Context: an optimization exercise on an open-source flow, tuned for small area. The choices shown serve that exercise and are no tape-out recipe.
Only simulation tests tie the RTL to the original design; equivalence was not proved.
Power figures rest on the tool's default switching activity, not on a simulated workload.

==> flow/design.v <==
module ho_unc (
    input  wire        clk,
    input  wire        rst,         
    input  wire        start,
    input  wire [31:0] in_u0,       
    input  wire [31:0] in_tau,      
    input  wire [15:0] in_f0,       
    input  wire [15:0] in_aging,    
    input  wire [15:0] in_k,        
    input  wire [16:0] in_dtemp,    
    output wire        busy,
    output wire        done,
    output wire [31:0] unc          
);
    localparam [39:0] DC1 = 40'h585ca7e000;    
    localparam [2:0] P_IDLE = 3'd0, P_Y = 3'd1, P_X = 3'd2, P_XH = 3'd3,
                     P_AH = 3'd4, P_A = 3'd5, P_FIN = 3'd6, P_SAT = 3'd7;
    reg [2:0] ph;
    reg [5:0] c;       
    reg [5:0] idx;     
    wire idle = (ph == P_IDLE);
    wire isY  = (ph == P_Y);
    wire isX  = (ph == P_X);
    wire isXH = (ph == P_XH);
    wire isAH = (ph == P_AH);
    wire isA  = (ph == P_A);
    wire isF  = (ph == P_FIN);
    wire isS  = (ph == P_SAT);
    wire c0   = (c == 6'd0);
    wire last = (c == 6'd39);
    wire imatch = (c == idx);
    wire firstY = isY  && (idx == 6'd15);
    wire firstX = isX  && (idx == 6'd16);
    wire firstA = isAH && (idx == 6'd9);
    reg [39:0] ra, rb, rc, re;
    reg [2:0]  dx;     
    reg mbit, mnext;
    wire xa   = isX | isAH;
    wire mtap = isXH ? re[0] :
                (xa & (idx >= 6'd9)) ? rb[16] :
                (xa & (idx != 6'd0)) ? ra[8] : rc[0];
    wire tau_s = rb[39] & ~c[5];                                    
    wire dt_s  = ((c >= 6'd6)  & (c < 6'd14)) ? rc[13] :
                 ((c >= 6'd14) & (c < 6'd20)) ? re[13] :
                 (c == 6'd20) ? dx[0] : (c == 6'd21) ? dx[1] :
                 (c == 6'd22) ? dx[2] : 1'b0;
    wire f0_s  = rc[29] & (c >= 6'd6) & (c < 6'd22);
    wire y_s   = re[33] & (c < 6'd34);                              
    wire e_j   = (idx == 6'd2) | (idx == 6'd5) | (idx == 6'd6);           
    wire c_j   = (idx == 6'd6) | (idx == 6'd8) | (idx == 6'd11) |
                 (idx == 6'd12) | (idx == 6'd16);                         
    reg  [1:0] sreg;   
    reg  d1, cy1, cy2, dcd;
    wire bit0 = isY ? (c == 6'd6) : c0;
    wire acc_out = isX ? rc[39] : re[39];
    wire dbl = (bit0 | firstY | firstX | firstA) ? 1'b0 : d1;
    wire a1  = mbit & ~firstX & (isY ? dt_s : tau_s);
    wire dc1 = DC1[c];
    wire dcb = (sreg[0] & dc1) | (sreg[1] & dcd);
    wire a2  = isY ? (e_j & f0_s) : (isX ? (c_j & y_s) : dcb);
    wire ci1 = ~bit0 & cy1;
    wire ci2 = ~bit0 & cy2;
    wire s1  = dbl ^ a1 ^ ci1;
    wire co1 = (dbl & a1) | (dbl & ci1) | (a1 & ci1);
    wire sm  = s1 ^ a2 ^ ci2;
    wire co2 = (s1 & a2) | (s1 & ci2) | (a2 & ci2);
    wire [2:0] rt = {sm, re[0], re[1]};
    wire [1:0] s_sel = (rt >= 3'd6) ? 2'd2 : ((rt >= 3'd3) ? 2'd1 : 2'd0);
    reg  nz, gt;
    wire nz_f = nz | sm;
    wire gt_f = gt & sm;
    wire [1:0] g_f = {gt_f, nz_f & ~gt_f};
    reg  d2, cyh;
    wire hwr  = (isX | isXH) & ((c < 6'd6) | ((c < 6'd10) & (isXH | (idx < 6'd6))));
    wire hold = isX & (idx >= 6'd5) & (c >= 6'd7);    
    wire ha = firstX ? 1'b0 : (c0 ? d1  : (d2 & ~hold));
    wire hb = firstX ? 1'b0 : (c0 ? cy1 : 1'b0);
    wire hc = firstX ? 1'b0 : (c0 ? cy2 : cyh);
    wire hs  = ha ^ hb ^ hc;
    wire hco = (ha & hb) | (ha & hc) | (hb & hc);
    reg  cyu, pend, sticky;
    wire uact = (isA | isF) & ~c[5];           
    wire hit  = imatch & (isA | isF);
    wire inj  = (hit & sreg[0]) | pend;
    wire cui  = ~c0 & cyu;
    wire us   = ra[39] ^ inj ^ cui;
    wire uco  = (ra[39] & inj) | (ra[39] & cui) | (inj & cui);
    wire ra_in = uact ? us :
                 (isS & sticky & ~c[5]) ? 1'b1 :
                 (isXH & c[5]) ? re[31] : ra[39];           
    wire rb_in = (isXH & ((c == 6'd32) | (c == 6'd33))) ? re[23] : rb[39];   
    wire rc_in = isX ? sm : rc[39];
    wire re_in = isY ? ((c >= 6'd6) ? sm : re[39]) :
                 (isAH | isA) ? sm :
                 hwr ? hs : re[39];
    wire [39:0] ra_sh = {ra[38:0], ra_in};
    wire [39:0] rb_sh = {rb[38:0], rb_in};
    wire [39:0] rc_sh = {rc[38:0], rc_in};
    wire [39:0] re_sh = {re[38:0], re_in};
    reg ld, sh;
    wire [39:0] ra_ld, rb_ld, rc_ld, re_ld;
    wire [39:0] re_m;                          
    genvar q;
    generate
        for (q = 0; q < 40; q = q + 1) begin : g_ld
            if (q < 32) begin : g_ab
                assign ra_ld[39-q] = in_u0[q];
                assign rb_ld[39-q] = in_tau[q];
            end else begin : g_ag
                assign ra_ld[39-q] = in_aging[q-32];
                assign rb_ld[39-q] = in_aging[q-24];
            end
            if (q < 16) begin : g_k
                assign rc_ld[39-q] = in_k[q];
            end else if (q < 32) begin : g_f
                assign rc_ld[39-q] = in_f0[q-16];
            end else begin : g_dl
                assign rc_ld[39-q] = in_dtemp[q-32];
            end
            if (q < 6) begin : g_dm
                assign re_ld[39-q] = in_dtemp[q+8];
                assign re_m[39-q]  = 1'b1;
            end else begin : g_y
                assign re_ld[39-q] = 1'b0;
                assign re_m[39-q]  = 1'b0;
            end
        end
    endgenerate
    always @(posedge clk) begin
        ra <= (ra_ld & {40{ld}}) | (ra_sh & {40{sh}});
        rb <= (rb_ld & {40{ld}}) | (rb_sh & {40{sh}});
        rc <= (rc_ld & {40{ld}}) | (rc_sh & {40{sh}});
        re <= (re_ld & {40{ld}} & re_m) | (re_sh & ({40{sh}} | ~re_m));
        dx <= (in_dtemp[16:14] & {3{ld}}) | (dx & {3{sh}});
    end
    always @(posedge clk) begin
        d1   <= acc_out;
        cy1  <= co1;
        cy2  <= co2;
        dcd  <= dc1;
        d2   <= re[39];
        cyh  <= hco;
        cyu  <= uco;
        pend <= hit & sreg[1] & (idx < 6'd31);
        nz   <= (~c0 & nz) | sm;
        gt   <= (sm ^ dc1 ^ (c > 6'd13)) ? sm : (~c0 & gt);    
        if (last) begin
            if (isXH)
                sreg <= 2'd0;
            else if (isA & (idx == 6'd0))
                sreg <= g_f;
            else
                sreg <= s_sel;
        end
        if (idle) begin
            mbit   <= in_k[15];
            sticky <= 1'b0;
        end else begin
            if (last)
                mbit <= imatch ? mtap : mnext;
            else if (imatch)
                mnext <= mtap;
            if ((isAH | isA) & c0)
                sticky <= sticky | ((isAH | (idx >= 6'd32)) & (sreg != 2'd0)) |
                          ((idx == 6'd31) & sreg[1]);
            else if (uact & (c == 6'd31))
                sticky <= sticky | uco;
        end
    end
    always @(posedge clk) begin
        if (rst) begin
            ph <= P_IDLE;
            c  <= 6'd0;
            ld <= 1'b1;
            sh <= 1'b0;
        end else if (idle) begin
            c  <= 6'd0;
            ld <= ~start;
            sh <= start;
            if (start) begin
                ph  <= P_Y;
                idx <= 6'd15;
            end
        end else begin
            c  <= last ? 6'd0 : c + 6'd1;
            ld <= last & isS;
            sh <= ~(last & isS);
            if (last) begin
                case (ph)
                    P_Y:   if (idx == 6'd0) begin ph <= P_X; idx <= 6'd16; end
                           else idx <= idx - 6'd1;
                    P_X:   if (idx == 6'd0) begin ph <= P_XH; idx <= 6'd10; end
                           else idx <= idx - 6'd1;
                    P_XH:  begin ph <= P_AH; idx <= 6'd9; end
                    P_AH:  if (idx == 6'd0) begin ph <= P_A; idx <= 6'd39; end
                           else idx <= idx - 6'd1;
                    P_A:   if (idx == 6'd0) ph <= P_FIN;
                           else idx <= idx - 6'd1;
                    P_FIN: ph <= P_SAT;
                    default: ph <= P_IDLE;
                endcase
            end
        end
    end
    assign busy = ~idle;
    assign done = isS & last;
    genvar g;
    generate
        for (g = 0; g < 32; g = g + 1) begin : g_unc
            assign unc[g] = ra[38-g];
        end
    endgenerate
endmodule
==> flow/config.mk <==
export PLATFORM = sky130hd
export DESIGN_NAME = ho_unc
export DESIGN_NICKNAME = ho_unc
export VERILOG_FILES = /design/flow/design.v
export SDC_FILE = /design/flow/constraint.sdc
export NUM_CORES = 4
export LEC_CHECK = 0
export ABC_AREA = 1
export CAP_MARGIN = 20
export CORE_MARGIN = 2
export CORE_UTILIZATION = 65
export SLEW_MARGIN = 20
==> flow/constraint.sdc <==
create_clock -name core_clock -period 20.0 [get_ports {clk}]
set_input_delay 4.0000 -clock core_clock [delete_from_list [all_inputs] [get_ports {clk}]]
set_output_delay 4.0000 -clock core_clock [all_outputs]
set_load 0.01 [all_outputs]
standard.sh (not shown) runs the stock make flow with config.mk's settings and CLKGATE_MAP_FILE= SYNTH_SCRIPT=/design/flow/synth_recipe.tcl, a recipe that flattens the netlist after the stock synthesis.
==> flow/flow/run.sh <==
#!/bin/bash
# The standard ORFS layout (standard.sh), with two choices changed:
#  - every port still gets a buffer, but the smallest one (buf_1)
#  - the clock tree is built from small clock buffers in small clusters,
#    without dummy loads
# make's full output goes to make_finish.log; ORFS keeps each step's log
# under orfs/logs.
set -euo pipefail
export BUFFER_PORTS_ARGS="-buffer_cell sky130_fd_sc_hd__buf_1"
export CTS_ARGS="-sink_clustering_enable -sink_clustering_size 16 -sink_clustering_max_diameter 45 -dont_use_dummy_load -buf_list sky130_fd_sc_hd__clkbuf_8 -root_buf sky130_fd_sc_hd__clkbuf_8"
bash standard.sh > make_finish.log 2>&1
The baseline completed with no timing, DRC or antenna violations.
==> next run, changes <==
--- a/flow/design.v
+++ b/flow/design.v
@@ -34,16 +34,14 @@
     wire firstA = isAH && (idx == 6'd9);
     reg [39:0] ra, rb, rc, re;
-    reg [2:0]  dx;     
+    reg [1:0]  kx;     
     reg mbit, mnext;
     wire xa   = isX | isAH;
-    wire mtap = isXH ? re[0] :
+    wire ktap = (idx >= 6'd14) ? kx[idx[0]] : ((idx >= 6'd8) ? re[7] : rc[7]);
+    wire mtap = isY ? ktap : isXH ? re[0] :
                 (xa & (idx >= 6'd9)) ? rb[16] :
                 (xa & (idx != 6'd0)) ? ra[8] : rc[0];
     wire tau_s = rb[39] & ~c[5];                                    
-    wire dt_s  = ((c >= 6'd6)  & (c < 6'd14)) ? rc[13] :
-                 ((c >= 6'd14) & (c < 6'd20)) ? re[13] :
-                 (c == 6'd20) ? dx[0] : (c == 6'd21) ? dx[1] :
-                 (c == 6'd22) ? dx[2] : 1'b0;
-    wire f0_s  = rc[29] & (c >= 6'd6) & (c < 6'd22);
+    wire dt_s  = rc[5]  & (c >= 6'd6) & (c < 6'd23);
+    wire f0_s  = rc[28] & (c >= 6'd6) & (c < 6'd22);
     wire y_s   = re[33] & (c < 6'd34);                              
     wire e_j   = (idx == 6'd2) | (idx == 6'd5) | (idx == 6'd6);           
@@ -68,7 +66,4 @@
     wire [1:0] s_sel = (rt >= 3'd6) ? 2'd2 : ((rt >= 3'd3) ? 2'd1 : 2'd0);
     reg  nz, gt;
-    wire nz_f = nz | sm;
-    wire gt_f = gt & sm;
-    wire [1:0] g_f = {gt_f, nz_f & ~gt_f};
     reg  d2, cyh;
     wire hwr  = (isX | isXH) & ((c < 6'd6) | ((c < 6'd10) & (isXH | (idx < 6'd6))));
@@ -82,5 +77,5 @@
     wire uact = (isA | isF) & ~c[5];           
     wire hit  = imatch & (isA | isF);
-    wire inj  = (hit & sreg[0]) | pend;
+    wire inj  = isF ? (c0 & nz & ~gt) | pend : (hit & sreg[0]) | pend;
     wire cui  = ~c0 & cyu;
     wire us   = ra[39] ^ inj ^ cui;
@@ -111,13 +106,13 @@
                 assign rb_ld[39-q] = in_aging[q-24];
             end
-            if (q < 16) begin : g_k
-                assign rc_ld[39-q] = in_k[q];
-            end else if (q < 32) begin : g_f
-                assign rc_ld[39-q] = in_f0[q-16];
-            end else begin : g_dl
-                assign rc_ld[39-q] = in_dtemp[q-32];
-            end
-            if (q < 6) begin : g_dm
-                assign re_ld[39-q] = in_dtemp[q+8];
+            if (q < 17) begin : g_dt
+                assign rc_ld[39-q] = in_dtemp[q];
+            end else if (q < 33) begin : g_f
+                assign rc_ld[39-q] = in_f0[q-17];
+            end else begin : g_kl
+                assign rc_ld[39-q] = in_k[q-33];
+            end
+            if (q < 6) begin : g_km
+                assign re_ld[39-q] = in_k[q+7];
                 assign re_m[39-q]  = 1'b1;
             end else begin : g_y
@@ -132,5 +127,5 @@
         rc <= (rc_ld & {40{ld}}) | (rc_sh & {40{sh}});
         re <= (re_ld & {40{ld}} & re_m) | (re_sh & ({40{sh}} | ~re_m));
-        dx <= (in_dtemp[16:14] & {3{ld}}) | (dx & {3{sh}});
+        kx <= (in_k[14:13] & {2{ld}}) | (kx & {2{sh}});
     end
     always @(posedge clk) begin
@@ -142,5 +137,5 @@
         cyh  <= hco;
         cyu  <= uco;
-        pend <= hit & sreg[1] & (idx < 6'd31);
+        pend <= isF ? (c0 & gt) : (hit & sreg[1] & (idx < 6'd31));
         nz   <= (~c0 & nz) | sm;
         gt   <= (sm ^ dc1 ^ (c > 6'd13)) ? sm : (~c0 & gt);    
@@ -148,6 +143,4 @@
             if (isXH)
                 sreg <= 2'd0;
-            else if (isA & (idx == 6'd0))
-                sreg <= g_f;
             else
                 sreg <= s_sel;
Result: Routed wire length climbs slightly; non-clock buffer count does not change; final area drops slightly; register-to-register slack gets worse by 50 ps; clock skew barely changes; synthesized cell count drops by a few percent; clock power hardly moves; worst hold slack gets worse by 14 ps; total power climbs by a few percent.

-- afterwards: timing with drivers on the ports --
The results above use ideal ports. As a check the final layouts listed here were re-extracted and re-timed, cells and wires unchanged. Step 1 (the two cells are an assumption about what drives the block):
set clk [get_ports {clk}]
set_driving_cell -lib_cell sky130_fd_sc_hd__clkbuf_16 $clk
set_driving_cell -lib_cell sky130_fd_sc_hd__buf_2 [delete_from_list [all_inputs] $clk]
Step 2, shift: input delay + t, output delay - t, t = (earliest + latest rising clock arrival at the registers) / 2. This alone moves slack from input paths to output paths. a / b / c = no drivers / after step 1 / after step 2; a / b = the first two.
run | t, ns | slack for setup (ns) | clock arrival spread, ns
the first run | 0.484 | 13.910 / 13.872 / 14.356 | 0.029 / 0.029
the second run | 0.478 | 14.035 / 13.999 / 14.476 | 0.031 / 0.031
After both steps setup and hold are still met in every run listed.
